What follows belongs to an exercise in optimizing a design on an open flow for small area, a short achievable clock period and few clock cycles per item; a production flow would make more cautious choices.
At most, simulation tests tie the RTL to the original design; equivalence was not proved.
For runs 1 and 3, only the layout was checked, not whether the RTL still works.
Power is estimated from default activity; no workload was simulated.

===== flow/flow/run.sh =====
#!/bin/bash
# Standard synthesis, then the standard layout steps with repair_timing asked
# for a larger setup margin (the SDC, period and IO constraints are unchanged),
# larger clock sink clusters and no dummy clock loads.
set -e
bash standard.sh synth > synth.log 2>&1
bash standard.sh SETUP_SLACK_MARGIN=11 "CTS_ARGS=-sink_clustering_enable -repair_clock_nets -dont_use_dummy_load -sink_clustering_size 30 -sink_clustering_max_diameter 80" finish > layout.log 2>&1

===== flow/config.mk =====
export PLATFORM = sky130hd
export DESIGN_NAME = exact_sum
export DESIGN_NICKNAME = exact_sum
export VERILOG_FILES = /design/flow/design.v
export SDC_FILE = /design/flow/constraint.sdc
export NUM_CORES = 8
export LEC_CHECK = 0
export CAP_MARGIN = 20
export CORE_MARGIN = 2
export CORE_UTILIZATION = 40
export SLEW_MARGIN = 20

===== flow/design.v =====
module exact_sum (
    input  wire        clk,
    input  wire        rst,
    input  wire        in_valid,
    output wire        in_ready,
    input  wire [31:0] in_data,
    input  wire [1:0]  in_dtype,
    input  wire        in_last,
    output wire        out_valid,
    input  wire        out_ready,
    output wire [31:0] out_data
);
    integer i;
    reg        rdy;
    reg        r0_v;
    reg        r0_s;        
    reg [4:0]  r0_q;        
    reg [2:0]  r0_r;        
    reg        r0_h;        
    reg [22:0] r0_f;        
    reg        r0_em;       
    reg        r0_fz;       
    reg [1:0]  r0_t;
    reg        r0_l;
    assign in_ready = rdy_o;
    wire take = in_valid & rdy;
    wire        i16  = (in_dtype == 2'd2);
    wire        ib16 = (in_dtype == 2'd1);
    wire [7:0]  ie32 = in_data[30:23];
    wire [7:0]  ie16b = in_data[14:7];
    wire [4:0]  ie16 = in_data[14:10];
    wire        iz32 = (ie32 == 8'd0), iz16b = (ie16b == 8'd0), iz16 = (ie16 == 5'd0);
    wire [7:0]  is32 = iz32 ? 8'd0 : ie32 - 8'd1;
    wire [7:0]  is16b = iz16b ? 8'd0 : ie16b - 8'd1;
    wire [4:0]  is16 = iz16 ? 5'd0 : ie16 - 5'd1;
    wire [22:0] i_f  = i16 ? {in_data[9:0], 13'd0} : ib16 ? {in_data[6:0], 16'd0} : in_data[22:0];
    wire        fz32 = (in_data[22:0] == 23'd0), fz16b = (in_data[6:0] == 7'd0), fz16 = (in_data[9:0] == 10'd0);
    wire        em32 = (ie32 == 8'hff), em16b = (ie16b == 8'hff), em16 = (ie16 == 5'h1f);
    wire        i_ez = i16 ? iz16 : ib16 ? iz16b : iz32;
    always @(posedge clk) begin
        if (rdy) begin
            r0_s    <= (i16 || ib16) ? in_data[15] : in_data[31];
            r0_q    <= i16 ? 5'd14 + {3'd0, is16[4:3]} : ib16 ? is16b[7:3] : is32[7:3];
            r0_r    <= i16 ? is16[2:0] : ib16 ? is16b[2:0] : is32[2:0];
            r0_h    <= !i_ez;
            r0_f    <= i_f;
            r0_em   <= i16 ? em16 : ib16 ? em16b : em32;
            r0_fz   <= i16 ? fz16 : ib16 ? fz16b : fz32;
            r0_t    <= in_dtype;
            r0_l    <= in_last;
        end
    end
    wire        c_sgn  = r0_s;
    wire        c_nan  = r0_em & !r0_fz;
    wire        c_inf  = r0_em & r0_fz;
    wire        c_skip = r0_em | (!r0_h & r0_fz);
    wire [23:0] c_m    = {r0_h, r0_f};
    wire [4:0]  c_q    = r0_q;
    wire [2:0]  c_r    = r0_r;
    wire        c_neg  = c_sgn & !c_skip;
    reg  [23:0] c_lo;
    always @(*) begin
        c_lo[0] = 1'b0;
        for (i = 1; i < 24; i = i + 1)
            c_lo[i] = c_lo[i-1] | c_m[i-1];
    end
    wire [24:0] c_v   = {c_neg, c_m ^ ({24{c_neg}} & c_lo)};
    wire [31:0] c_E   = {{7{c_v[24]}}, c_v} << c_r;
    reg        f_open;       
    reg        f_wempty;     
    reg        f_slow;       
    reg [4:0]  f_base;       
    reg [5:0]  f_cnt;        
    wire [5:0] c_df     = {1'b0, c_q} - {1'b0, f_base};
    wire       c_first  = !f_open;
    wire       c_wempty = c_first | f_wempty;
    wire       c_inrng  = !c_df[5] && (c_df[4:0] <= 5'd2) && (f_cnt != 6'd63);
    wire       c_spill  = !c_skip && !c_wempty && !c_inrng;
    wire       c_rebase = !c_skip && (c_wempty || !c_inrng);
    wire       c_q0     = (c_q == 5'd0);
    wire [4:0] c_qm1    = c_q0 ? 5'd0 : c_q - 5'd1;
    wire [4:0] c_base   = c_rebase ? c_qm1 : f_base;
    wire [1:0] c_o      = c_rebase ? {1'b0, !c_q0} : c_df[1:0];
    wire [5:0] c_cnt    = c_rebase ? 6'd1 : c_first ? 6'd0 : (f_cnt + {5'd0, !c_skip});
    wire       c_slow   = (!c_first & f_slow) | c_spill;
    reg        a_v;
    reg [31:0] a_e;
    reg        a_skip;
    reg [1:0]  a_o;
    reg        a_clr, a_first, a_spill, a_last, a_slowlast;
    reg [4:0]  a_base;
    reg [1:0]  a_dt;
    reg        a_nan, a_pinf, a_ninf;
    localparam [2:0] RS_IDLE = 3'd0, RS_GCLR = 3'd1, RS_SPILL = 3'd2,
                     RS_FSPILL = 3'd3, RS_SCAN = 3'd4, RS_CAP = 3'd5;
    reg [2:0]   rs;
    reg         rs_act;
    reg [5:0]   pos;
    reg [303:0] ring;
    reg         rc;
    reg         sfin_req;       
    wire pos0  = (pos == 6'd0);
    wire pos37 = (pos == 6'd37);
    wire act   = (rs != RS_IDLE) && (rs_act || pos0);
    wire rdone = act && pos37;
    reg [55:0] W;
    reg [4:0]  W_base;
    reg [1:0]  set_dt;
    reg        s_nan, s_pinf, s_ninf;
    reg        cap_fast;
    reg        acons;           
    wire [55:0] a_es = {{24{a_e[31]}}, a_e};
    reg  [2:0]  wsel;           
    reg         wclr;           
    wire [55:0] addend = ({56{wsel[0]}} & a_es) | ({56{wsel[1]}} & {a_es[47:0], 8'd0}) |
                         ({56{wsel[2]}} & {a_es[39:0], 16'd0});
    wire        cap_slow;
    wire [55:0] rwin;
    wire [55:0] wsum;
    sk_add #(.N(56)) u_wadd (.a(wclr ? 56'd0 : W), .b(addend), .s(wsum));
    wire [55:0] W_nx   = cap_slow ? rwin : wsum;
    reg  [1:0] pcnt;                  
    reg  o_v;
    reg  rdy_o, o_vo;                 
    wire out_take = o_v & out_ready;
    wire adv0       = r0_v && (!a_v || acons);
    wire spill_done = (rs == RS_SPILL) && rdone;
    wire fin_start  = acons && a_last && a_slowlast;
    reg [2:0] rs_nx;
    always @(*) begin
        rs_nx = rs;
        case (rs)
            RS_GCLR:   if (rdone) rs_nx = RS_IDLE;
            RS_IDLE:   if (sfin_req) rs_nx = RS_FSPILL;
                       else if (a_v && a_spill) rs_nx = RS_SPILL;
            RS_SPILL:  if (rdone) rs_nx = RS_IDLE;
            RS_FSPILL: if (rdone) rs_nx = RS_SCAN;
            RS_SCAN:   if (rdone) rs_nx = RS_CAP;
            RS_CAP:    if (rdone) rs_nx = RS_IDLE;
            default:   rs_nx = RS_IDLE;
        endcase
    end
    wire r0v_nx     = take || (r0_v && !adv0);
    wire av_nx      = adv0 || (a_v && !acons);
    wire aspill_nx  = adv0 ? c_spill : (a_spill && !spill_done);
    wire aslowl_nx  = adv0 ? (r0_l && c_slow) : a_slowlast;
    wire alast_nx   = adv0 ? r0_l : a_last;
    wire [1:0] pcnt_nx = pcnt + {1'b0, acons && a_last} - {1'b0, out_take};
    wire pinc       = acons && a_last;
    wire full_nt    = pcnt[1] || (pcnt[0] && pinc);           
    wire full_t     = pcnt[1] && pinc;                        
    wire acons_b    = av_nx && !aspill_nx &&
                      (((rs_nx == RS_IDLE) && !fin_start) ||
                       ((rs_nx == RS_GCLR) && !aslowl_nx));
    wire acons_0    = acons_b && !(alast_nx && full_nt);
    wire acons_1    = acons_b && !(alast_nx && full_t);
    wire acons_nx   = out_take ? acons_1 : acons_0;
    wire r0_hold    = r0_v && !adv0;
    wire rdy_t0     = !av_nx || acons_0;                       
    wire rdy_t1     = !av_nx || acons_1;
    wire rdy_n0     = !r0_hold || rdy_t0;                      
    wire rdy_n1     = !r0_hold || rdy_t1;
    wire rdy_nx     = take ? (out_take ? rdy_t1 : rdy_t0) : (out_take ? rdy_n1 : rdy_n0);
    wire [1:0] ao_nx    = adv0 ? c_o : a_o;
    wire       askip_nx = adv0 ? c_skip : a_skip;
    wire       aclr_nx  = adv0 ? c_first : (spill_done || a_clr);
    always @(posedge clk) begin
        if (rst) begin
            rdy      <= 1'b1;
            r0_v     <= 1'b0;
            pcnt     <= 2'd0;
            rdy_o    <= 1'b1;
            acons    <= 1'b0;
            sfin_req <= 1'b0;
        end else begin
            rdy      <= rdy_nx;
            r0_v     <= r0v_nx;
            pcnt     <= pcnt_nx;
            rdy_o    <= in_valid && rdy ? (out_take ? rdy_t1 : rdy_t0) : (out_take ? rdy_n1 : rdy_n0);
            acons    <= acons_nx;
            sfin_req <= fin_start;
        end
        wsel[0] <= !rst && acons_nx && !askip_nx && (ao_nx == 2'd0);
        wsel[1] <= !rst && acons_nx && !askip_nx && (ao_nx == 2'd1);
        wsel[2] <= !rst && acons_nx && !askip_nx && (ao_nx == 2'd2);
        wclr    <= !rst && acons_nx && aclr_nx;
    end
    always @(posedge clk) begin
        if (rst) begin
            f_open   <= 1'b0;
            f_wempty <= 1'b1;
            f_slow   <= 1'b0;
            f_cnt    <= 6'd0;
            a_v      <= 1'b0;
        end else begin
            if (adv0) begin
                f_open   <= !r0_l;
                f_wempty <= c_wempty & c_skip;
                f_slow   <= c_slow;
                f_base   <= c_base;
                f_cnt    <= c_cnt;
            end
            a_v <= av_nx;
        end
        if (adv0) begin
            a_e        <= c_E;
            a_skip     <= c_skip;
            a_o        <= c_o;
            a_clr      <= c_first;
            a_first    <= c_first;
            a_spill    <= c_spill;
            a_last     <= r0_l;
            a_slowlast <= r0_l && c_slow;
            a_base     <= c_base;
            a_dt       <= r0_t;
            a_nan      <= c_nan;
            a_pinf     <= c_inf & !c_sgn;
            a_ninf     <= c_inf & c_sgn;
        end else if (spill_done) begin
            a_spill <= 1'b0;
            a_clr   <= 1'b1;
        end
    end
    reg        w_ovr;       
    reg        w_bz;
    reg [5:0]  bwin;
    reg        ssign, bzacc;
    always @(posedge clk) begin
        W <= W_nx;
        if (cap_slow) begin
            W_base <= bwin[4:0];
            w_bz   <= !pos0 && bzacc;
        end
        if (rst)           w_ovr <= 1'b0;
        else if (cap_slow) w_ovr <= 1'b1;
        else if (acons)    w_ovr <= 1'b0;
        if (acons) begin
            W_base <= a_base;
            set_dt <= a_dt;
            s_nan  <= (!a_first & s_nan)  | a_nan;
            s_pinf <= (!a_first & s_pinf) | a_pinf;
            s_ninf <= (!a_first & s_ninf) | a_ninf;
        end
        if (rst) cap_fast <= 1'b0;
        else     cap_fast <= (acons && a_last && !a_slowlast) || cap_slow;
    end
    wire [5:0] pos_nx    = pos37 ? 6'd0 : pos + 6'd1;
    wire       rs_act_nx = act && !pos37;
    wire       act_nx    = (rs_nx != RS_IDLE) && (rs_act_nx || (pos_nx == 6'd0));
    reg  [6:0] rel;           
    wire       spilling = act && ((rs == RS_SPILL) || (rs == RS_FSPILL));
    reg  [7:0] nwdig;
    always @(*) begin
        case (rel[2:0])
            3'd0:    nwdig = W[7:0];
            3'd1:    nwdig = W[15:8];
            3'd2:    nwdig = W[23:16];
            3'd3:    nwdig = W[31:24];
            3'd4:    nwdig = W[39:32];
            3'd5:    nwdig = W[47:40];
            3'd6:    nwdig = W[55:48];
            default: nwdig = {8{W[55]}};
        endcase
    end
    wire [7:0] addd = (!spilling || rel[6]) ? 8'd0 : (rel <= 7'd6) ? nwdig : {8{W[55]}};
    wire [7:0] din      = ring[303:296];
    wire [8:0] sum9     = {1'b0, din} + {1'b0, addd} + {8'd0, spilling && !pos0 && rc};
    wire       zero_wr  = act && ((rs == RS_GCLR) || (rs == RS_CAP));
    wire [7:0] rg0      = zero_wr ? 8'd0 : sum9[7:0];
    reg  [5:0] hz, ho;
    wire       scanning = act && (rs == RS_SCAN);
    wire       capping  = act && (rs == RS_CAP);
    wire       dnz = (din != 8'd0);
    wire       dno = (din != 8'hff);
    wire [5:0] hz_f = dnz ? pos : (pos0 ? 6'd0 : hz);
    wire [5:0] ho_f = dno ? pos : (pos0 ? 6'd0 : ho);
    wire [5:0] kk   = din[7] ? ho_f : hz_f;
    assign     cap_slow = capping && (pos == bwin);
    always @(posedge clk) begin
        ring     <= {ring[295:0], rg0};
        rc       <= sum9[8];
        rel      <= {1'b0, pos_nx} - {2'b0, W_base};
        if (scanning) begin
            hz <= hz_f;
            ho <= ho_f;
            if (pos37) begin
                ssign <= din[7];
                bwin  <= (kk < 6'd5) ? 6'd0 : kk - 6'd5;
            end
        end
        if (capping)
            bzacc <= (pos0 ? 1'b0 : bzacc) | (dnz && (pos < bwin));
        if (rst) begin
            rs     <= RS_GCLR;
            rs_act <= 1'b0;
            pos    <= 6'd0;
        end else begin
            rs     <= rs_nx;
            rs_act <= rs_act_nx;
            pos    <= pos_nx;
        end
    end
    assign rwin = {{8{ssign}}, ring[263:256], ring[271:264], ring[279:272],
                   ring[287:280], ring[295:288], ring[303:296]};
    wire        sg  = W[55];
    wire        bz  = w_ovr & w_bz;
    wire [55:0] U   = W ^ {{24{W[55]}}, {16{W[54]}}, {16{W[53]}}};
    reg [4:0] pm;     
    reg [6:0] k0;     
    reg [7:0] kp;     
    reg [4:0] toff;   
    always @(*) begin
        case (set_dt)
            2'd1:    begin pm = 5'd7;  k0 = 7'd16;  kp = 8'd23;  toff = 5'd17; end
            2'd2:    begin pm = 5'd10; k0 = 7'd125; kp = 8'd135; toff = 5'd14; end
            default: begin pm = 5'd23; k0 = 7'd0;   kp = 8'd23;  toff = 5'd1;  end
        endcase
    end
    wire signed [9:0] base8 = {2'd0, W_base, 3'd0};
    wire signed [9:0] dlim  = {2'd0, kp} - base8;             
    reg  [6:0] dnzv;
    reg  [2:0] dpos [0:6];
    reg  [6:0] dsub;
    reg  [6:0] dt_n [0:6];
    reg  signed [9:0] dval;
    always @(*) begin
        for (i = 0; i < 7; i = i + 1) begin
            dnzv[i] = (U[8*i +: 8] != 8'd0);
            dpos[i] = U[8*i+7] ? 3'd7 : U[8*i+6] ? 3'd6 : U[8*i+5] ? 3'd5 :
                      U[8*i+4] ? 3'd4 : U[8*i+3] ? 3'd3 : U[8*i+2] ? 3'd2 :
                      U[8*i+1] ? 3'd1 : 3'd0;
            dval    = {4'd0, i[2:0], dpos[i]};
            dsub[i] = (dval < dlim);
            dt_n[i] = {1'b0, i[2:0], dpos[i]} + {2'd0, toff};
        end
    end
    reg [2:0] ld;
    always @(*) begin
        ld = dnzv[6] ? 3'd6 : dnzv[5] ? 3'd5 : dnzv[4] ? 3'd4 : dnzv[3] ? 3'd3 :
             dnzv[2] ? 3'd2 : dnzv[1] ? 3'd1 : 3'd0;
    end
    wire              uz    = (dnzv == 7'd0);
    wire [5:0]        lw    = {ld, dpos[ld]};
    wire              sub   = uz ? !dlim[9] : dsub[ld];
    wire signed [9:0] tsub  = {3'd0, k0} + 10'sd24 - base8;
    wire [6:0]        tnorm = uz ? 7'd23 - {2'd0, pm} : dt_n[ld];
    wire [6:0]        tt    = !sub ? tnorm : (tsub > 10'sd81) ? 7'd81 : tsub[6:0];
    reg         p1_v;
    reg [55:0]  p1_w;
    wire        p1_sg = p1_w[55];
    reg         p1_bz, p1_rz, p1_sub;
    reg [6:0]   p1_t;
    reg [6:0]   p1_lx;
    reg [4:0]   p1_b;
    reg [1:0]   p1_dt;
    reg         p1_nan, p1_pinf, p1_ninf;
    always @(posedge clk) begin
        if (rst) p1_v <= 1'b0;
        else     p1_v <= cap_fast;
        p1_w    <= W;
        p1_bz   <= bz;
        p1_rz   <= !sg && uz && !bz;
        p1_sub  <= sub;
        p1_t    <= tt;
        p1_lx   <= uz ? 7'h7f : {1'b0, lw};
        p1_b    <= W_base;
        p1_dt   <= set_dt;
        p1_nan  <= s_nan;
        p1_pinf <= s_pinf;
        p1_ninf <= s_ninf;
    end
    wire [80:0] x0  = {p1_w, 25'd0};
    wire [80:0] x1  = p1_t[6] ? {{64{p1_sg}}, x0[80:64]} : x0;
    wire        s1  = p1_t[6] & (x0[63:0] != 64'd0);
    wire [80:0] x2  = p1_t[5] ? {{32{p1_sg}}, x1[80:32]} : x1;
    wire        s2  = p1_t[5] & (x1[31:0] != 32'd0);
    wire [80:0] x3  = p1_t[4] ? {{16{p1_sg}}, x2[80:16]} : x2;
    wire        s3  = p1_t[4] & (x2[15:0] != 16'd0);
    wire [80:0] x4  = p1_t[3] ? {{8{p1_sg}}, x3[80:8]} : x3;
    wire        s4  = p1_t[3] & (x3[7:0] != 8'd0);
    wire [80:0] x5  = p1_t[2] ? {{4{p1_sg}}, x4[80:4]} : x4;
    wire        s5  = p1_t[2] & (x4[3:0] != 4'd0);
    wire [80:0] x6  = p1_t[1] ? {{2{p1_sg}}, x5[80:2]} : x5;
    wire        s6  = p1_t[1] & (x5[1:0] != 2'd0);
    wire [80:0] x7f = p1_t[0] ? {p1_sg, x6[80:1]} : x6;
    wire        s7  = p1_t[0] & x6[0];
    wire [24:0] x7  = x7f[24:0];
    wire [24:0] fu   = x7 ^ {25{p1_sg}};
    wire        g0   = fu[0];
    wire [23:0] kept = fu[24:1];
    wire        ls   = !p1_bz && !(s1 | s2 | s3 | s4 | s5 | s6 | s7);
    wire        lg   = ls && !x7[0];
    wire        rinc = p1_sg ? (lg || ((g0 ^ ls) && (!ls || kept[0])))
                             : (g0 && (!ls || kept[0]));
    reg [7:0] q_kp;
    reg [7:0] q_emax;
    always @(*) begin
        case (p1_dt)
            2'd2:    begin q_kp = 8'd135; q_emax = 8'd31;  end
            default: begin q_kp = 8'd23;  q_emax = 8'd255; end
        endcase
    end
    wire signed [10:0] rexp = p1_sub ? 11'sd0 :
                              {3'd0, p1_b, 3'd0} + {{4{p1_lx[6]}}, p1_lx} - {3'd0, q_kp};
    wire signed [10:0] emx = {3'd0, q_emax};
    reg         p2_v;
    reg [23:0]  p2_k;
    reg         p2_inc, p2_sg, p2_rz;
    reg [7:0]   p2_e;
    reg         p2_ge0, p2_ge1, p2_ge2;
    reg [1:0]   p2_dt;
    reg         p2_nan, p2_pinf, p2_ninf;
    wire p2_blk = p2_v && o_v && !out_ready;
    always @(posedge clk) begin
        if (rst)          p2_v <= 1'b0;
        else if (!p2_blk) p2_v <= p1_v;
    end
    always @(posedge clk) if (!p2_blk) begin
        p2_k    <= kept;
        p2_inc  <= rinc;
        p2_sg   <= p1_sg;
        p2_rz   <= p1_rz;
        p2_e    <= rexp[7:0];
        p2_ge0  <= (rexp >= emx);
        p2_ge1  <= (rexp >= emx - 11'sd1);
        p2_ge2  <= (rexp >= emx - 11'sd2);
        p2_dt   <= p1_dt;
        p2_nan  <= p1_nan;
        p2_pinf <= p1_pinf;
        p2_ninf <= p1_ninf;
    end
    reg  [24:0] m1;
    reg         mc;
    always @(*) begin
        mc = p2_inc;
        for (i = 0; i < 24; i = i + 1) begin
            m1[i] = p2_k[i] ^ mc;
            mc    = mc & p2_k[i];
        end
        m1[24] = mc;
    end
    reg  [1:0]  mhi;     
    always @(*) begin
        case (p2_dt)
            2'd1:    mhi = m1[8:7];
            2'd2:    mhi = m1[11:10];
            default: mhi = m1[24:23];
        endcase
    end
    wire [7:0] ef  = (mhi == 2'd0) ? p2_e : (mhi == 2'd1) ? p2_e + 8'd1 : p2_e + 8'd2;
    wire       ovf = (mhi == 2'd0) ? p2_ge0 : (mhi == 2'd1) ? p2_ge1 : p2_ge2;
    reg [31:0] result;
    always @(*) begin
        case (p2_dt)
            2'd1: begin
                if (p2_nan || (p2_pinf && p2_ninf)) result = 32'h0000_7FC0;
                else if (p2_pinf)                  result = 32'h0000_7F80;
                else if (p2_ninf)                  result = 32'h0000_FF80;
                else if (p2_rz)                    result = 32'h0000_0000;
                else if (ovf)                      result = {16'd0, p2_sg, 15'h7F80};
                else                               result = {16'd0, p2_sg, ef[7:0], m1[6:0]};
            end
            2'd2: begin
                if (p2_nan || (p2_pinf && p2_ninf)) result = 32'h0000_7E00;
                else if (p2_pinf)                  result = 32'h0000_7C00;
                else if (p2_ninf)                  result = 32'h0000_FC00;
                else if (p2_rz)                    result = 32'h0000_0000;
                else if (ovf)                      result = {16'd0, p2_sg, 15'h7C00};
                else                               result = {16'd0, p2_sg, ef[4:0], m1[9:0]};
            end
            default: begin
                if (p2_nan || (p2_pinf && p2_ninf)) result = 32'h7FC0_0000;
                else if (p2_pinf)                  result = 32'h7F80_0000;
                else if (p2_ninf)                  result = 32'hFF80_0000;
                else if (p2_rz)                    result = 32'h0000_0000;
                else if (ovf)                      result = {p2_sg, 31'h7F80_0000};
                else                               result = {p2_sg, ef[7:0], m1[22:0]};
            end
        endcase
    end
    reg [31:0] o_d;
    always @(posedge clk) begin
        if (rst) begin
            o_v  <= 1'b0;
            o_vo <= 1'b0;
        end else begin
            o_v  <= p2_v || (o_v && !out_ready);
            o_vo <= !(!p2_v && !(o_vo && !out_ready));
        end
        if (p2_v && (!o_v || out_ready)) o_d <= result;
    end
    assign out_valid = o_vo;
    assign out_data  = o_d;
endmodule
module sk_add #(parameter N = 56) (
    input  wire [N-1:0] a,
    input  wire [N-1:0] b,
    output wire [N-1:0] s
);
    localparam L = 6;    
    reg [N-1:0] g [0:L];
    reg [N-1:0] p [0:L];
    integer l, i, j;
    always @(*) begin
        g[0] = a & b;
        p[0] = a ^ b;
        for (l = 0; l < L; l = l + 1) begin
            for (i = 0; i < N; i = i + 1) begin
                if ((i >> l) & 1) begin
                    j = ((i >> l) << l) - 1;
                    g[l+1][i] = g[l][i] | (p[l][i] & g[l][j]);
                    p[l+1][i] = p[l][i] & p[l][j];
                end else begin
                    g[l+1][i] = g[l][i];
                    p[l+1][i] = p[l][i];
                end
            end
        end
    end
    assign s = p[0] ^ {g[L][N-2:0], 1'b0};
endmodule

===== flow/standard.sh =====
#!/bin/bash
# synth_recipe.tcl (not shown) runs the flow's synth.tcl, then flattens the netlist and writes it again
# the make line also repeats each setting of config.mk as NAME=value (left out here)
make -C /OpenROAD-flow-scripts/flow DESIGN_CONFIG=/design/flow/config.mk WORK_HOME=/design/flow/orfs CLKGATE_MAP_FILE= SYNTH_SCRIPT=/design/flow/synth_recipe.tcl "${@:-finish}"

===== flow/constraint.sdc =====
create_clock -name core_clock -period 15.0 [get_ports {clk}]
set_input_delay 3.0000 -clock core_clock [delete_from_list [all_inputs] [get_ports {clk}]]
set_output_delay 3.0000 -clock core_clock [all_outputs]
set_load 0.01 [all_outputs]

==> flow_metrics.py, run 1 <==
metrics = {
    "synthesis": {
        "postSynthCellCount": 3128,
        "ys_seq_elements": 686,
        "synth_compound_area_share_pct": 15.2,
        "ys.warnings.count": 6,
        "synth-xor-area-share_pct": 3.45,
        "yosys.area.top_type": "dfxtp_1",
        "synthMuxAreaShare_pct": 7.60,
        "synth_edf_count": 194,
        "synthesis.nets": 3344,
        "synth_cell_types": 87,
        "synth_top_family_by_area": "compound AO/OA/AOI/OAI gates",
        "yosysSeqAreaShare_pct": 49.3,
        "synth_fa_ha_area_share_pct": 7.33,
        "yosysTopAreaCellShare_pct": 31.0,
        "synth_ff_type": "dfxtp_1",
        "synth_area_um2": 31800,
        "async_reset_ff_share_pct": 0,
        "synthTopCellsByArea": "dfxtp_1 31%, edfxtp_1 18%, ha_1 6.4%, mux2i_1 4.7%, nand2_1 3.0%",
        "avgSynthCellArea_um2": 10.2,
        "synth-simple-area-share_pct": 13.7,
    },
    "route": {
        "wl_per_cell_um": 18.2,
        "drc_errors": 0,
        "drt-initial-drc-count": 1839,
        "ant_nets": 0,
        "routed_wl_mm": 76.8,
        "avgViaCountPerCell": 5.40,
        "via_count": 22700,
        "first_pass_iters": 6,
    },
    "flow_run": {
        "maxCapViolations": 0,
    },
    "critical_path": {
        "cp.required_ns": 15.44,
        "arrival_ns": 6.18,
        "cpMostUsedCell": "ha_4",
        "cp-start-kind": "flop",
        "crit_type": "flop to flop",
        "critPathCaptureType": "flop",
        "max_stage_delay_ns": 0.36,
        "cpMaxStageDelayCell": "edfxtp_1",
        "cp_max_fo": 5,
    },
    "placed_design": {
        "hpwl_mm": 55.2,
        "dpl.cell_count": 4119,
        "gp_congestion": 0.881,
        "dpl_cell_area_um2": 33800,
        "port_buffers": 72,
    },
    "clock_tree": {
        "clock_path_buffers": 3,
        "clk_pin_slew_worst_paths_ns": 0.10,
        "cts_hold_buf": 0,
        "h-tree-depth": 2,
        "cts_buffers": 37,
        "cts.sinks": 686,
        "cts_tree": "yes",
        "clk_latency_ns": 0.60,
        "cts_root_buf": "clkbuf_16",
    },
    "floorplan": {
        "coreArea_um2": 78700,
        "die_h_um": 286,
        "rows": 103,
        "dieArea_um2": 81700,
        "io_pins": 73,
        "die_w_um": 286,
        "start_util_pct": 40.3,
    },
    "min_path": {
        "hp-class": "flop to flop",
    },
    "power_and_ir_drop": {
        "p_int_w": 0.00364,
        "clock_power_share_pct": 17.3,
        "p_leak_nw": 14.7,
        "sw_frac_of_total_pct": 37.1,
        "p_sw_w": 0.00215,
        "pwr-share-seq_pct": 44.4,
        "power.density_nw_per_um2": 162,
        "irDropWorstVdd_mv": 0.0971,
        "power_frac_comb_pct": 38.3,
    },
    "sta": {
        "timing.fmax_mhz": 174,
        "fin_crit_ns": 5.74,
        "holdWs_ns": 0.277,
        "setup_viol": 0,
        "finalMaxSlewViolations": 0,
        "post-route-period-util_pct": 38.2,
        "rsz0062_at_grt": "true",
        "relSlewSlack_pct": 36.3,
        "tns_ns": 0,
        "hold_viol": 0,
        "worstMarginPinSlew_ns": 0.951,
        "fin_worst_skew_ns": 0.0653,
    },
    "finish": {
        "fin_util_pct": 45.4,
        "final_nets": 3380,
        "stdcell_count": 4212,
        "drive_gt1_share_pct": 12.7,
        "fillers": 7365,
        "stdcell_area_um2": 35800,
        "antenna_cells": 0,
        "synthToLayoutAreaGrowth_pct": 12.5,
    },
    "global_route": {
        "track_usage_pct": 18.4,
        "antenna_found_initial": 1,
        "grt_overflow_total": 0,
        "grt_pass1_vias": 21700,
        "grt_pass1_wl_mm": 120,
        "grt_max_degree": 72,
    },
    "outcome": {
        "status": "finished clean",
    },
}
-- synthesized netlist by cell type, drive strengths merged (35+ instances only) --
cell type / n
ha: 162
nor3: 49
buf: 35
mux2: 51
o21ai: 186
edfxtp: 194
a21o: 54
mux2i: 150
nand2: 255
and2: 48
nor2: 242
o211ai: 36
nor2b: 84
a21oi: 176
inv: 130
nand3: 64
xnor2: 70
clkbuf: 119
xor2: 55
a22o: 41
dfxtp: 492
-- cell usage in the layout (no fill, tap or decap), drive strengths merged, types with 48 or more instances in the layout --
cell type,instances
dfxtp,492
buf,112
mux2,51
mux2i,150
edfxtp,194
xnor2,70
xor2,55
inv,128
nor3,49
nor2b,84
o21ai,186
nand2,255
nand3,64
and2,48
a21oi,176
nor2,243
ha,162
a21o,54
-- power by group through the flow --
stage	Combinational (W)	Clock (W)	Sequential (W)
after global placement	0.00209	0	0.00260
after floorplan	0.00170	0	0.00240
final	0.00222	0.000999	0.00257
after CTS	0.00217	0.00104	0.00256
after detailed placement	0.00210	0	0.00260
after global routing	0.00246	0.00110	0.00260
-- routing by layer --
metal	up-vias	share of wire, %	track usage (%)
met5	-	0	0
met4	0	3.9	7.09
met3	154	4.3	2.22
met2	534	47	30.4
met1	10800	45	24.5
li1	11300	-	-
-- critical path, delay by kind of cell, from the launching register on --
family	cells	cell delay, ns
buffers and inverters	1	0.20
adders and majority gates	24	3.82
and+or+nand+nor	5	0.68
DFF	1	0.36
AOI/OAI and AO/OA	2	0.24
muxes	1	0.29
-- logic make-up (layout without fill, tap and decap cells) --
family | after synthesis | in the layout
and+or+nand+nor | 898 | 899
AOI/OAI and AO/OA | 739 | 739
DFF | 686 | 686
buffers and inverters | 287 | 320
muxes | 216 | 216
adders and majority gates | 177 | 177
xor gates and xnor gates | 125 | 125
-- flip-flops by register name (all words and copies together) (netlist names), 7 cells and up --
register  count
W            56
a_e          32
o_d          32
p1_lx         7
p1_t          7
p1_w         56
p2_e          8
p2_k         24
r0_f         23
rel           7
ring        304
-- repair_timing --
action,in CTS,in global routing
gates resized for setup,248,89
buffers inserted,30,22
pin swaps,30,39
endpoints found under the setup margin,177,116
gates cloned,3,1
-- worst paths after layout --
path,start,endpoint,slack (ns),depth (start not counted)
max,p2_k[0]$_DFFE_PN_,o_d[17]$_SDFFCE_PP0P_,9.26,33
min,ring[106]$_DFF_P_,ring[114]$_DFF_P_,0.28,0
max reg2reg,p2_k[0]$_DFFE_PN_,o_d[17]$_SDFFCE_PP0P_,9.26,33
min reg2reg,ring[106]$_DFF_P_,ring[114]$_DFF_P_,0.28,0
-- cell type report --
cell class | count | area [um^2] | share of cell area, %
clock buffers | 37 | 926 | 2.59
inverters | 133 | 528 | 1.48
multi-input cells | 2156 | 16000 | 44.7
flip-flops and latches | 686 | 15700 | 43.9
well taps | 1050 | 1310 | 3.67
repair buffers | 150 | 1320 | 3.69
-- stage by stage --
stage / power, W / setup slack (ns)
finish: 0.00579 / 9.26
floorplan: 0.00410 / 9.24
detailed placement: 0.00470 / 8.55
CTS: 0.00577 / 9.27
global placement: 0.00469 / 8.66
global route: 0.00616 / 9.05
==> inputs of run 2 (changes only) <==
--- a/flow/design.v
+++ b/flow/design.v
@@ -429,16 +429,7 @@
         p2_pinf <= p1_pinf;
         p2_ninf <= p1_ninf;
     end
-    reg  [24:0] m1;
-    reg         mc;
-    always @(*) begin
-        mc = p2_inc;
-        for (i = 0; i < 24; i = i + 1) begin
-            m1[i] = p2_k[i] ^ mc;
-            mc    = mc & p2_k[i];
-        end
-        m1[24] = mc;
-    end
+    wire [24:0] m1 = {1'b0, p2_k} + {24'd0, p2_inc};
     reg  [1:0]  mhi;     
     always @(*) begin
         case (p2_dt)
==> flow_metrics.py, run 2 <==
metrics = {
    "critical_path": {
        "cp_top_family": "flip-flops",
        "cp.required_ns": 12.00,
        "crit_type": "flop to output port",
        "cpMaxStageDelayCell": "dfxtp_4",
        "cp-start-kind": "flop",
        "cp-startpoint": "rdy$_SDFF_PP1_",
        "rrSetupSlack_ns": 10.97,
        "path_cells": "buf_12 > buf_6",
        "crit_buf_inv": 2,
        "arrival_ns": 1.20,
        "rr_startpoint": "W[54]$_DFF_P_",
        "cp_max_fo": 2,
        "critPathCaptureType": "output port",
        "max_stage_delay_ns": 0.37,
    },
    "finish": {
        "synthToLayoutAreaGrowth_pct": 9.89,
        "final_common_cell": "dfxtp_1",
        "fin_util_pct": 44.5,
        "drive_gt1_share_pct": 9.78,
        "stdcell_area_um2": 35300,
        "largest_register_ffs": 304,
        "top_register": "ring",
        "multiInputGateArea_um2": 15600,
        "fillers": 7558,
        "regArea_um2": 15700,
        "layout_common_cells": "480 x dfxtp_1, 293 x nand2_1, 224 x nor2_1",
        "antenna_cells": 0,
        "final_nets": 3469,
        "reg_top3": "ring: 304 flops, W: 56 flops, p1_w: 56 flops",
    },
    "sta": {
        "setup_viol": 0,
        "rsz0062_at_grt": "true",
        "finalMaxSlewViolations": 0,
        "fin_crit_ns": 4.20,
        "worstMarginPinSlew_ns": 0.965,
        "relSlewSlack_pct": 35.1,
        "tns_ns": 0,
        "hold_viol": 0,
        "post-route-period-util_pct": 28.0,
        "timing.fmax_mhz": 238,
        "fin_worst_skew_ns": 0.0818,
    },
    "clock_tree": {
        "clock_path_buffers": 3,
        "cts_buffers": 38,
        "clk_pin_slew_worst_paths_ns": 0.10,
        "h-tree-depth": 2,
        "cts.sinks": 686,
        "cts_root_buf": "clkbuf_16",
        "cts_hold_buf": 0,
        "clk_latency_ns": 0.60,
        "cts_tree": "yes",
    },
    "global_route": {
        "track_usage_pct": 18.7,
        "grt_pass1_wl_mm": 123,
        "grt_max_degree": 68,
        "grt_pass1_vias": 22100,
        "antenna_found_initial": 0,
        "grt_overflow_total": 0,
    },
    "synthesis": {
        "yosysTopAreaCellShare_pct": 30.7,
        "synth_ff_type": "dfxtp_1",
        "synth_area_um2": 32100,
        "netlist_top_cells_count": "492 x dfxtp_1, 295 x nand2_1, 229 x nor2_1",
        "synthesis.nets": 3437,
        "synth.most_common_cell": "dfxtp_1",
        "synth_cell_types": 92,
        "yosys.area.top_type": "dfxtp_1",
        "ys.warnings.count": 6,
        "avgSynthCellArea_um2": 9.91,
        "synth_edf_count": 194,
        "async_reset_ff_share_pct": 0,
        "synthTopCellsByArea": "dfxtp_1 31%, edfxtp_1 18%, ha_1 5.5%, mux2i_1 4.2%, nand2_1 3.4%",
        "postSynthCellCount": 3243,
        "ys_seq_elements": 686,
        "yosysSeqAreaShare_pct": 48.8,
    },
    "placed_design": {
        "dpl_cell_area_um2": 33900,
        "port_buffers": 72,
        "gp_congestion": 0.910,
        "hpwl_mm": 57.4,
    },
    "route": {
        "drc_errors": 0,
        "drt-initial-drc-count": 1818,
        "ant_nets": 0,
        "avgViaCountPerCell": 5.46,
        "via_count": 23600,
        "first_pass_iters": 7,
        "wl_per_cell_um": 18.1,
        "routed_wl_mm": 78.4,
    },
    "floorplan": {
        "io_pins": 73,
        "coreArea_um2": 79300,
        "dieArea_um2": 82600,
        "rows": 103,
        "die_h_um": 287,
        "start_util_pct": 40.5,
        "die_w_um": 287,
    },
    "min_path": {
        "hp-class": "flop to flop",
        "worstHoldStart": "ring[2]$_SDFF_PP0_",
    },
    "power_and_ir_drop": {
        "p_leak_nw": 14.5,
        "irDropWorstVdd_mv": 0.0797,
        "power.density_nw_per_um2": 170,
    },
    "outcome": {
        "status": "finished clean",
    },
    "flow_run": {
        "maxCapViolations": 0,
    },
}
[run 2: cell families (layout without fill, tap and decap cells)]
family                   Yosys count  after routing  synth area share (%)
buffers and inverters            306            336                  3.73
AND/OR/NAND/NOR                  965            965                  14.5
flip-flops                       686            686                  48.8
adder cells (fa/ha/maj)          155            155                  6.39
AO/OA/AOI/OAI                    805            805                  16.3
multiplexers                     185            185                  6.45
XOR/XNOR                         141            141                  3.84
[run 2: stage by stage]
step / hold WS, ns / total power (W) / std cells / worst slack [ns]
detailed placement: 0.312 / 0.00492 / 4246 / 9.93
finish: 0.273 / 0.00601 / 4323 / 10.80
global route: 0.282 / 0.00641 / 4323 / 10.77
CTS: 0.278 / 0.00598 / 4305 / 10.78
global placement: 0.310 / 0.00492 / 4246 / 9.95
floorplan: 0.310 / 0.00426 / 3243 / 10.73
[run 2: metal layers]
metal / wire (um) / up-vias / global-route usage, %
met5: 0 / - / 0
met4: 1740 / 0 / 4.75
met3: 3540 / 118 / 1.87
met2: 37000 / 613 / 31.6
met1: 36100 / 11200 / 25.5
li1: - / 11700 / -
[run 2: worst paths after layout]
path                            depth (start not counted)          endpoint
worst min-delay path                                    0  ring[10]$_DFF_P_
worst min register to register                          0  ring[10]$_DFF_P_
worst max-delay path                                    2          in_ready
worst max register to register                         16   p1_t[5]$_DFF_P_
[run 2: layout make-up]
| class | count | area share [%] |
|---|---|---|
| Timing Repair Buffer | 143 | 3.28 |
| Sequential cell | 686 | 44.5 |
| Multi-Input combinational cell | 2251 | 44.2 |
| Clock buffer | 38 | 2.69 |
| Inverter | 155 | 1.67 |
| Tap cell | 1050 | 3.72 |
[run 2: what timing repair did]
action	in CTS	in global routing
gates resized for setup	228	52
buffers inserted	19	18
pin swaps	19	21
setup endpoints to repair	105	74
cloned	2	0
[run 2: power breakdown]
group / switching [W] / internal, W
clock: 0.000557 / 0.000452
sequential: 0.000370 / 0.00222
combinational: 0.00138 / 0.00104
Testbench counts of run 2, summed over its fixed seeds: cycles 32,739, items 32,678.
==> inputs of run 3 (changes only) <==
--- a/flow/design.v
+++ b/flow/design.v
@@ -38,7 +38,7 @@
     wire        em32 = (ie32 == 8'hff), em16b = (ie16b == 8'hff), em16 = (ie16 == 5'h1f);
     wire        i_ez = i16 ? iz16 : ib16 ? iz16b : iz32;
     always @(posedge clk) begin
-        if (rdy) begin
+        if (rdy || !r0_v) begin
             r0_s    <= (i16 || ib16) ? in_data[15] : in_data[31];
             r0_q    <= i16 ? 5'd14 + {3'd0, is16[4:3]} : ib16 ? is16b[7:3] : is32[7:3];
             r0_r    <= i16 ? is16[2:0] : ib16 ? is16b[2:0] : is32[2:0];
==> flow_metrics.py, run 3 <==
metrics = {
    "critical_path": {
        "crit_buf_inv": 1,
        "cp.required_ns": 12.00,
        "cp_max_fo": 1,
        "path_cells": "buf_2",
        "cpMaxStageDelayCell": "edfxtp_1",
        "crit_type": "flop to output port",
        "cp_top_family": "flip-flops",
        "critPathCaptureType": "output port",
        "arrival_ns": 1.10,
        "max_stage_delay_ns": 0.39,
        "cp-start-kind": "flop",
        "cp.depth": 1,
        "ff2ff_path_depth": 18,
    },
    "synthesis": {
        "synthTopCellsByArea": "dfxtp_1 30%, edfxtp_1 18%, ha_1 5.3%, mux2i_1 4.4%, nand2_1 3.1%",
        "synth_ff_type": "dfxtp_1",
        "yosysSeqAreaShare_pct": 47.5,
        "avgSynthCellArea_um2": 9.95,
        "synth_cell_types": 96,
        "synth_edf_count": 194,
        "synthesis.nets": 3511,
        "yosysTopAreaCellShare_pct": 29.9,
        "async_reset_ff_share_pct": 0,
        "ys.warnings.count": 6,
        "postSynthCellCount": 3317,
        "ys_seq_elements": 686,
        "synth_area_um2": 33000,
        "yosys.area.top_type": "dfxtp_1",
        "netlist_top_cells_count": "492 x dfxtp_1, 270 x nand2_1, 206 x nor2_1",
        "synth.most_common_cell": "dfxtp_1",
    },
    "route": {
        "first_pass_iters": 9,
        "ant_nets": 0,
        "drc_errors": 0,
        "routed_wl_mm": 83.7,
        "wl_per_cell_um": 18.9,
        "avgViaCountPerCell": 5.62,
        "drt-initial-drc-count": 2255,
        "via_count": 24900,
    },
    "finish": {
        "stdcell_area_um2": 36400,
        "synthToLayoutAreaGrowth_pct": 10.5,
        "drive_gt1_share_pct": 11.4,
        "top_register": "ring",
        "largest_register_ffs": 304,
        "reg_top3": "ring: 304 flops, W: 56 flops, p1_w: 56 flops",
        "layout_common_cells": "474 x dfxtp_1, 266 x nand2_1, 202 x nor2_1",
        "fillers": 7847,
        "final_common_cell": "dfxtp_1",
        "final_nets": 3551,
    },
    "placed_design": {
        "gp_congestion": 0.905,
        "dpl_cell_area_um2": 34800,
        "port_buffers": 72,
        "hpwl_mm": 61.3,
    },
    "sta": {
        "setup_viol": 0,
        "finalMaxSlewViolations": 0,
        "post-route-period-util_pct": 27.3,
        "relSlewSlack_pct": 29.8,
        "rsz0062_at_grt": "true",
        "fin_worst_skew_ns": 0.0839,
        "hold_viol": 0,
        "fin_crit_ns": 4.10,
        "timing.fmax_mhz": 244,
        "tns_ns": 0,
        "worstMarginPinSlew_ns": 1.05,
    },
    "floorplan": {
        "die_h_um": 291,
        "die_w_um": 291,
        "start_util_pct": 40.3,
        "io_pins": 73,
        "rows": 105,
        "dieArea_um2": 84800,
        "coreArea_um2": 81800,
    },
    "clock_tree": {
        "cts.sinks": 686,
        "h-tree-depth": 2,
        "clock_path_buffers": 3,
        "cts_root_buf": "clkbuf_16",
        "clk_pin_slew_worst_paths_ns": 0.10,
        "cts_tree": "yes",
        "cts_buffers": 38,
        "clk_latency_ns": 0.60,
    },
    "global_route": {
        "grt_pass1_wl_mm": 131,
        "grt_max_degree": 83,
        "grt_overflow_total": 0,
        "track_usage_pct": 19.1,
        "grt_pass1_vias": 23300,
        "antenna_found_initial": 1,
    },
    "outcome": {
        "status": "finished clean",
    },
    "power_and_ir_drop": {
        "p_leak_nw": 14.6,
        "power.density_nw_per_um2": 165,
        "total_power_w": 0.00600,
        "irDropWorstVdd_mv": 0.0996,
    },
    "flow_run": {
        "maxCapViolations": 0,
    },
    "min_path": {
        "hp-class": "flop to flop",
        "min_path_cells": 0,
    },
}
-- run 3: cell count changes after synthesis, sizes merged, moves of 15 or more --
cell | before | now
o21ai | 205 | 179
a21oi | 207 | 176
buf | 42 | 23
nand2 | 296 | 270
nor2b | 88 | 107
xnor2 | 79 | 56
a21o | 55 | 33
nor3 | 57 | 72
a31oi | 21 | 38
mux2 | 37 | 52
o31ai | 20 | 37
nor2 | 230 | 209
clkbuf | 109 | 134
-- run 3: timing repair --
item,CTS,global route
pin swaps,19,42
gates cloned,0,2
hold buffers,0,0
buffers inserted,33,25
hold endpoints to repair,0,0
resized for setup,219,84
setup endpoints to repair,127,86
-- run 3: cell type report --
cell class                 instances  area, um^2  area share [%]
sequential                       686       15700            43.1
tap                             1070        1340            3.67
clock buffer                      38         951            2.61
antenna                            1        2.50         0.00687
timing repair buffer             156        1190            3.27
inverter                         159         603            1.65
multi-input combinational       2316       16700            45.7
-- run 3: kinds of logic after synthesis --
family / after synthesis / share of synthesized area [%]
fa+ha+maj: 155 / 6.22
compound gates: 810 / 16.6
buf+inv: 316 / 3.62
xor+xnor: 114 / 3.03
simple gates: 1023 / 15.7
mux: 213 / 7.28
flops: 686 / 47.5
-- run 3: worst paths after layout --
kind	from	end	slack [ns]
worst min-delay path	ring[61]$_DFF_P_	ring[69]$_DFF_P_	0.29
worst max register to register	W[54]$_DFF_P_	p1_t[4]$_DFF_P_	10.96
worst max-delay path	o_d[5]$_DFFE_PP_	out_data[5]	10.90
worst min register to register	ring[61]$_DFF_P_	ring[69]$_DFF_P_	0.29
-- run 3: stage by stage --
step                      cells  utilization, %  hold WS, ns  worst slack (ns)
after floorplan            3317               -        0.310             10.76
after global placement     4327            42.5        0.310              9.79
after detailed placement   4327            42.5        0.312              9.82
after CTS                  4398            44.0        0.286             10.85
after global routing       4425            44.5        0.292             10.79
final                      4426            44.5        0.287             10.90
-- run 3: layer usage --
layer,vias up,global-route usage [%],wire [um]
met5,-,0,0
met4,0,5.55,2110
met3,130,1.96,4620
met2,778,31.1,38300
met1,11800,26.9,38700
li1,12100,-,-
-- run 3: where the power goes --
group          internal, W  switching [W]
Clock             0.000452       0.000553
Sequential         0.00220       0.000409
Combinational      0.00107        0.00131
==> inputs of run 4 (changes only) <==
--- a/flow/design.v
+++ b/flow/design.v
@@ -38,7 +38,7 @@
     wire        em32 = (ie32 == 8'hff), em16b = (ie16b == 8'hff), em16 = (ie16 == 5'h1f);
     wire        i_ez = i16 ? iz16 : ib16 ? iz16b : iz32;
     always @(posedge clk) begin
-        if (rdy || !r0_v) begin
+        if (rdy) begin
             r0_s    <= (i16 || ib16) ? in_data[15] : in_data[31];
             r0_q    <= i16 ? 5'd14 + {3'd0, is16[4:3]} : ib16 ? is16b[7:3] : is32[7:3];
             r0_r    <= i16 ? is16[2:0] : ib16 ? is16b[2:0] : is32[2:0];
==> flow/flow/run.sh (replaced) <==
#!/bin/bash
# Standard synthesis, then the standard layout steps with repair_timing asked
# for a larger setup margin (the SDC, period and IO constraints are unchanged),
# larger clock sink clusters and no dummy clock loads.
set -e
bash standard.sh synth > synth.log 2>&1
bash standard.sh SETUP_SLACK_MARGIN=10.8 "CTS_ARGS=-sink_clustering_enable -repair_clock_nets -dont_use_dummy_load -sink_clustering_size 30 -sink_clustering_max_diameter 80" finish > layout.log 2>&1
==> flow_metrics.py, run 4 <==
metrics = {
    "floorplan": {
        "rows": 103,
        "io_pins": 73,
        "coreArea_um2": 79300,
        "dieArea_um2": 82600,
        "die_w_um": 287,
        "die_h_um": 287,
        "start_util_pct": 40.5,
    },
    "synthesis": {
        "async_reset_ff_share_pct": 0,
        "synth.most_common_cell": "dfxtp_1",
        "avgSynthCellArea_um2": 9.91,
        "netlist_top_cells_count": "492 x dfxtp_1, 295 x nand2_1, 229 x nor2_1",
        "ys.warnings.count": 6,
        "synthTopCellsByArea": "dfxtp_1 31%, edfxtp_1 18%, ha_1 5.5%, mux2i_1 4.2%, nand2_1 3.4%",
        "yosysTopAreaCellShare_pct": 30.7,
        "synthesis.nets": 3437,
        "ys_seq_elements": 686,
        "synth_edf_count": 194,
        "synth_area_um2": 32100,
        "synth_ff_type": "dfxtp_1",
        "yosysSeqAreaShare_pct": 48.8,
        "yosys.area.top_type": "dfxtp_1",
        "synth_cell_types": 92,
        "postSynthCellCount": 3243,
    },
    "global_route": {
        "track_usage_pct": 18.8,
        "antenna_found_initial": 0,
        "grt_max_degree": 68,
        "grt_pass1_wl_mm": 124,
        "grt_pass1_vias": 22200,
        "grt_overflow_total": 0,
    },
    "finish": {
        "top_register": "ring",
        "drive_gt1_share_pct": 8.27,
        "largest_register_ffs": 304,
        "reg_top3": "ring: 304 flops, W: 56 flops, p1_w: 56 flops",
        "antenna_cells": 0,
        "final_nets": 3447,
        "layout_common_cells": "480 x dfxtp_1, 294 x nand2_1, 226 x nor2_1",
        "synthToLayoutAreaGrowth_pct": 9.23,
        "fillers": 7696,
        "final_common_cell": "dfxtp_1",
    },
    "power_and_ir_drop": {
        "p_leak_nw": 14.4,
        "power.density_nw_per_um2": 170,
        "irDropWorstVdd_mv": 0.0749,
    },
    "sta": {
        "finalMaxSlewViolations": 0,
        "timing.fmax_mhz": 238,
        "fin_worst_skew_ns": 0.0699,
        "worstMarginPinSlew_ns": 1.01,
        "post-route-period-util_pct": 28.0,
        "tns_ns": 0,
        "fin_crit_ns": 4.20,
        "relSlewSlack_pct": 32.2,
        "setup_viol": 0,
        "holdWs_ns": 0.289,
        "hold_viol": 0,
        "rsz0062_at_grt": "true",
    },
    "flow_run": {
        "maxCapViolations": 0,
    },
    "clock_tree": {
        "clk_latency_ns": 0.61,
        "cts_root_buf": "clkbuf_16",
        "cts.sinks": 686,
        "h-tree-depth": 2,
        "cts_tree": "yes",
        "clock_path_buffers": 3,
        "clk_pin_slew_worst_paths_ns": 0.10,
        "cts_hold_buf": 0,
        "cts_buffers": 37,
    },
    "route": {
        "ant_nets": 0,
        "via_count": 23500,
        "routed_wl_mm": 78.8,
        "drc_errors": 0,
        "avgViaCountPerCell": 5.47,
        "wl_per_cell_um": 18.3,
        "drt-initial-drc-count": 1944,
        "first_pass_iters": 7,
    },
    "outcome": {
        "status": "finished clean",
    },
    "critical_path": {
        "rrSetupSlack_ns": 10.83,
        "cp.required_ns": 12.00,
        "crit_type": "flop to output port",
        "rr_startpoint": "W[54]$_DFF_P_",
        "arrival_ns": 1.20,
        "cp-start-kind": "flop",
        "critPathCaptureType": "output port",
        "cp-startpoint": "rdy$_SDFF_PP1_",
        "cp_max_fo": 2,
    },
    "placed_design": {
        "gp_congestion": 0.909,
        "hpwl_mm": 57.9,
        "port_buffers": 72,
    },
    "min_path": {
        "worstHoldStart": "ring[18]$_DFF_P_",
        "hp-class": "flop to flop",
    },
}
run 4: repair_timing:
item                                    CTS  global route
resized for setup                       144            52
buffers inserted                          7            10
pin swaps                                 7             9
cloned                                    2             0
endpoints found under the setup margin   63            36
run 4: report_power, final:
part	internal [W]	switching (W)	total [W]	leakage (nW)
registers	0.00222	0.000376	0.00260	5.94
clock network	0.000441	0.000552	0.000993	0.456
logic	0.00101	0.00138	0.00239	8.02
total	0.00367	0.00231	0.00598	14.4
run 4: area by class of cell:
cell class	instances	area [um^2]	area share [%]
flip-flops and latches	686	15700	44.7
clock buffers	37	926	2.64
well taps	1050	1310	3.74
repair buffers	122	1040	2.96
inverters	155	582	1.66
multi-input cells	2251	15500	44.3
run 4: kinds of logic (layout without fill, tap and decap cells):
kind of cell             count (synthesis)  after routing  synth area share (%)
AO/OA/AOI/OAI                          805            805                  16.3
XOR/XNOR                               141            141                  3.84
adder cells (fa/ha/maj)                155            155                  6.39
buffers and inverters                  306            314                  3.73
flip-flops                             686            686                  48.8
multiplexers                           185            185                  6.45
AND/OR/NAND/NOR                        965            965                  14.5
run 4: per-layer routing:
layer  vias up  global-route usage, %  part of all wire, %
li1      11600                      -                    -
met5         -                      0                    0
met2       626                   31.1                   47
met1     11200                   26.1                   46
met4         0                   5.64                  2.8
met3       130                   1.85                  4.1
run 4: critical path, cell delays in order (launching register included):
cell and delay, ns:
dfxtp_4 0.36, buf_12 0.13, buf_6 0.11
run 4: path summary, 6_finish.rpt:
check                      to  cells after the start
max                  in_ready                      2
min          ring[26]$_DFF_P_                      0
max reg2reg   p1_t[5]$_DFF_P_                     16
min reg2reg  ring[26]$_DFF_P_                      0
run 4: stage by stage:
stage | cells | worst slack [ns] | util [%] | power [W] | area (um^2)
floorplan | 3243 | 10.73 | - | 0.00426 | 32200
global placement | 4245 | 9.80 | 42.7 | 0.00492 | 33900
detailed placement | 4245 | 9.60 | 42.7 | 0.00494 | 33900
CTS | 4291 | 10.65 | 44.0 | 0.00595 | 34900
global route | 4301 | 10.65 | 44.3 | 0.00638 | 35100
finish | 4301 | 10.80 | 44.3 | 0.00598 | 35100
Testbench counts of run 4, summed over its fixed seeds: cycles 32,739, items 32,678.
==> inputs of run 5 (changes only) <==
--- a/flow/design.v
+++ b/flow/design.v
@@ -38,7 +38,7 @@
     wire        em32 = (ie32 == 8'hff), em16b = (ie16b == 8'hff), em16 = (ie16 == 5'h1f);
     wire        i_ez = i16 ? iz16 : ib16 ? iz16b : iz32;
     always @(posedge clk) begin
-        if (rdy) begin
+        if (rdy || !r0_v) begin
             r0_s    <= (i16 || ib16) ? in_data[15] : in_data[31];
             r0_q    <= i16 ? 5'd14 + {3'd0, is16[4:3]} : ib16 ? is16b[7:3] : is32[7:3];
             r0_r    <= i16 ? is16[2:0] : ib16 ? is16b[2:0] : is32[2:0];
@@ -103,7 +103,8 @@
     wire pos37 = (pos == 6'd37);
     wire act   = (rs != RS_IDLE) && (rs_act || pos0);
     wire rdone = act && pos37;
-    reg [55:0] W;
+    reg [53:0] Wr;
+    wire [55:0] W = {Wr[53], Wr[53], Wr};
     reg [4:0]  W_base;
     reg [1:0]  set_dt;
     reg        s_nan, s_pinf, s_ninf;
@@ -226,7 +227,7 @@
     reg [5:0]  bwin;
     reg        ssign, bzacc;
     always @(posedge clk) begin
-        W <= W_nx;
+        Wr <= W_nx[53:0];
         if (cap_slow) begin
             W_base <= bwin[4:0];
             w_bz   <= !pos0 && bzacc;
@@ -346,7 +347,8 @@
     wire [6:0]        tnorm = uz ? 7'd23 - {2'd0, pm} : dt_n[ld];
     wire [6:0]        tt    = !sub ? tnorm : (tsub > 10'sd81) ? 7'd81 : tsub[6:0];
     reg         p1_v;
-    reg [55:0]  p1_w;
+    reg [53:0]  p1_wr;
+    wire [55:0] p1_w = {p1_wr[53], p1_wr[53], p1_wr};
     wire        p1_sg = p1_w[55];
     reg         p1_bz, p1_rz, p1_sub;
     reg [6:0]   p1_t;
@@ -357,7 +359,7 @@
     always @(posedge clk) begin
         if (rst) p1_v <= 1'b0;
         else     p1_v <= cap_fast;
-        p1_w    <= W;
+        p1_wr   <= W[53:0];
         p1_bz   <= bz;
         p1_rz   <= !sg && uz && !bz;
         p1_sub  <= sub;
==> flow/flow/run.sh (replaced) <==
#!/bin/bash
# Standard synthesis, then the standard layout steps with repair_timing asked
# for a larger setup margin (the SDC, period and IO constraints are unchanged),
# larger clock sink clusters and no dummy clock loads.
set -e
bash standard.sh synth > synth.log 2>&1
bash standard.sh SETUP_SLACK_MARGIN=11 "CTS_ARGS=-sink_clustering_enable -repair_clock_nets -dont_use_dummy_load -sink_clustering_size 30 -sink_clustering_max_diameter 80 -sink_clustering_levels 1" finish > layout.log 2>&1
==> flow_metrics.py, run 5 <==
metrics = {
    "power_and_ir_drop": {
        "p_leak_nw": 14.2,
        "pwr-share-seq_pct": 45.2,
        "power_frac_comb_pct": 36.4,
        "sw_frac_of_total_pct": 36.3,
        "irDropWorstVdd_mv": 0.0849,
        "power.density_nw_per_um2": 157,
        "total_power_w": 0.00553,
        "clock_power_share_pct": 18.4,
        "p_int_w": 0.00353,
        "p_sw_w": 0.00201,
    },
    "finish": {
        "drive_gt1_share_pct": 9.89,
        "reg_top3": "ring: 304 flops, Wr: 54 flops, p1_wr: 54 flops",
        "regArea_um2": 15600,
        "stdcell_area_um2": 35300,
        "stdcell_count": 4305,
        "top_register": "ring",
        "layout_common_cells": "478 x dfxtp_1, 276 x nand2_1, 218 x nor2_1",
        "synthToLayoutAreaGrowth_pct": 9.40,
        "antenna_cells": 0,
        "final_nets": 3439,
        "largest_register_ffs": 304,
        "multiInputGateArea_um2": 15800,
        "fillers": 7727,
        "final_common_cell": "dfxtp_1",
    },
    "critical_path": {
        "arrival_ns": 1.09,
        "ff2ff_path_depth": 19,
        "cp-start-kind": "flop",
        "critPathCaptureType": "output port",
        "cpMaxStageDelayCell": "edfxtp_1",
        "crit_type": "flop to output port",
        "rr_startpoint": "Wr[53]$_DFF_P_",
        "path_cells": "buf_2",
        "cp_max_fo": 1,
        "crit_buf_inv": 1,
        "cp_top_family": "flip-flops",
        "rr_endpoint": "p1_t[4]$_DFF_P_",
        "max_stage_delay_ns": 0.38,
        "rrSetupSlack_ns": 11.07,
        "cp.required_ns": 12.00,
    },
    "sta": {
        "finalMaxSlewViolations": 0,
        "timing.fmax_mhz": 244,
        "setup_viol": 0,
        "fin_crit_ns": 4.09,
        "hold_viol": 0,
        "rsz0062_at_grt": "true",
        "fin_worst_skew_ns": 0.0864,
        "tns_ns": 0,
        "relSlewSlack_pct": 33.7,
        "post-route-period-util_pct": 27.3,
        "worstMarginPinSlew_ns": 0.995,
    },
    "synthesis": {
        "synth.most_common_cell": "dfxtp_1",
        "synth_compound_area_share_pct": 15.9,
        "ys.warnings.count": 6,
        "yosys.area.top_type": "dfxtp_1",
        "synthTopCellsByArea": "dfxtp_1 30%, edfxtp_1 18%, ha_1 5.4%, mux2i_1 4.7%, nand2_1 3.3%",
        "synthMuxAreaShare_pct": 7.47,
        "synth_fa_ha_area_share_pct": 6.29,
        "yosysSeqAreaShare_pct": 48.4,
        "ys_seq_elements": 682,
        "synth_cell_types": 101,
        "synthesis.nets": 3427,
        "yosysTopAreaCellShare_pct": 30.3,
        "postSynthCellCount": 3235,
        "synth-xor-area-share_pct": 3.72,
        "synth_ff_type": "dfxtp_1",
        "netlist_top_cells_count": "488 x dfxtp_1, 280 x nand2_1, 223 x nor2_1",
        "synth_edf_count": 194,
        "synth-simple-area-share_pct": 14.5,
        "avgSynthCellArea_um2": 9.96,
        "async_reset_ff_share_pct": 0,
        "synth_top_family_by_area": "compound AO/OA/AOI/OAI gates",
        "synth_area_um2": 32200,
    },
    "min_path": {
        "worstHoldStart": "ring[264]$_DFF_P_",
        "min_to": "ring[272]$_DFF_P_",
        "min_path_cells": 0,
        "hp-class": "flop to flop",
    },
    "route": {
        "avgViaCountPerCell": 5.42,
        "via_count": 23300,
        "wl_per_cell_um": 17.7,
        "routed_wl_mm": 76.2,
        "drt-initial-drc-count": 1784,
        "drc_errors": 0,
        "ant_nets": 0,
        "first_pass_iters": 8,
    },
    "clock_tree": {
        "cts_root_buf": "clkbuf_16",
        "clock_path_buffers": 3,
        "clk_latency_ns": 0.62,
        "h-tree-depth": 2,
        "cts_buffers": 39,
        "cts.sinks": 682,
        "clk_pin_slew_worst_paths_ns": 0.11,
        "cts_tree": "yes",
    },
    "floorplan": {
        "dieArea_um2": 82900,
        "start_util_pct": 40.2,
        "coreArea_um2": 80200,
        "die_h_um": 288,
        "rows": 104,
        "io_pins": 73,
        "die_w_um": 288,
    },
    "placed_design": {
        "hpwl_mm": 56.6,
        "gp_congestion": 0.893,
        "dpl_cell_area_um2": 34000,
        "port_buffers": 72,
        "dpl.cell_count": 4241,
    },
    "global_route": {
        "track_usage_pct": 18.2,
        "grt_pass1_wl_mm": 121,
        "antenna_found_initial": 0,
        "grt_max_degree": 71,
        "grt_pass1_vias": 22100,
        "grt_overflow_total": 0,
    },
    "outcome": {
        "status": "finished clean",
    },
    "flow_run": {
        "maxCapViolations": 0,
    },
}
## run 5: cell types whose count changed after synthesis, moves of 11 or more
cell      delta
and2_1      -13
xnor2_1     +11
nand2_1     -15
o21ai_0     +11
mux2_2      +22
nand3_1     +17
a21oi_1     -40
mux2i_1     +18
a211oi_1    -14
xor2_1      -15
## run 5: how the worst max path moves through the flow
stage / startpoint / end / slack [ns] / cells past startpoint
final: o_d[13]$_DFFE_PP_ / out_data[13] / 10.91 / 1
after global routing: o_d[29]$_SDFFCE_PN0P_ / out_data[29] / 10.85 / 1
after CTS: o_d[14]$_DFFE_PP_ / out_data[14] / 10.86 / 1
after detailed placement: in_dtype[1] / r0_q[4]$_DFFE_PP_ / 9.92 / 6
after global placement: in_dtype[0] / r0_q[4]$_DFFE_PP_ / 9.94 / 5
after floorplan: in_data[10] / r0_q[1]$_DFFE_PP_ / 10.76 / 5
## run 5: logic make-up (layout without fill, tap and decap cells)
logic type      Yosys count  after routing
compound gates          774            774
xor+xnor                137            137
fa+ha+maj               153            153
buf+inv                 308            318
flops                   682            682
mux                     221            221
simple gates            960            960
## run 5: per-layer routing
metal	GRT usage [%]	wire length, um
met5	0	0
met1	24.6	35200
met2	30.2	35400
met3	1.88	3200
met4	6.74	2490
## run 5: timing repair
item	in CTS	in global routing
buffers inserted	13	12
hold buffers	0	0
cloned	0	0
endpoints found under the setup margin	120	87
resized for setup	204	56
pin swaps	10	17
## run 5: area by class of cell
class / instances / share of cell area, %
multi-input combinational: 2245 / 44.9
sequential: 682 / 44.3
tap: 1060 / 3.76
clock buffer: 39 / 2.77
timing repair buffer: 123 / 2.60
inverter: 156 / 1.68
## run 5: metrics by stage
stage | hold WS [ns] | setup WS [ns] | utilization [%]
after CTS | 0.292 | 10.86 | 43.7
final | 0.288 | 10.91 | 44.0
after floorplan | 0.310 | 10.76 | -
after global placement | 0.310 | 9.94 | 42.4
after detailed placement | 0.312 | 9.92 | 42.4
after global routing | 0.294 | 10.85 | 44.0
## run 5: power groups by stage
| stage | Sequential [W] | Clock, W | Combinational, W |
|---|---|---|---|
| floorplan | 0.00236 | 0 | 0.00161 |
| global placement | 0.00253 | 0 | 0.00198 |
| detailed placement | 0.00253 | 0 | 0.00198 |
| CTS | 0.00249 | 0.00106 | 0.00200 |
| global route | 0.00253 | 0.00112 | 0.00224 |
| finish | 0.00250 | 0.00102 | 0.00202 |
Testbench counts of run 5, summed over its fixed seeds: cycles 32,739, items 32,678.

[re-timing with driven ports]
In the flow no input, the clock included, has a driving cell. The finished layouts below were timed again as built, in two steps.
Step 1, drivers: a clkbuf_16 drives clk and a buf_2 each remaining input, both assumed.
Step 2 adds t to the input delays and takes it off the output delays; t is the mean of the earliest and latest rising clock arrival at the registers after step 1. Input paths then give back, and output paths get back, about the clock's delay inside the block.
Slacks: no drivers / after step 1 / after step 2; pairs: no drivers / after step 1.
run | shift t [ns] | setup WS [ns] | worst setup path after step 2 | slew at the worst register clock pin (ns)
run 1 | 0.632 | 9.263 / 9.263 / 9.263 | register to register | 0.11 / 0.11
run 2 | 0.627 | 10.801 / 10.738 / 10.479 | input to register | 0.11 / 0.11
run 3 | 0.623 | 10.900 / 10.829 / 10.474 | input to register | 0.10 / 0.10
run 4 | 0.631 | 10.799 / 10.734 / 10.307 | input to register | 0.11 / 0.11
run 5 | 0.639 | 10.908 / 10.842 / 10.461 | input to register | 0.11 / 0.11
After both steps setup and hold are still met in every run listed. For run 4, which loses most, drivers alone change the setup slack by -0.065 ns; drivers and shift together by -0.492 ns.
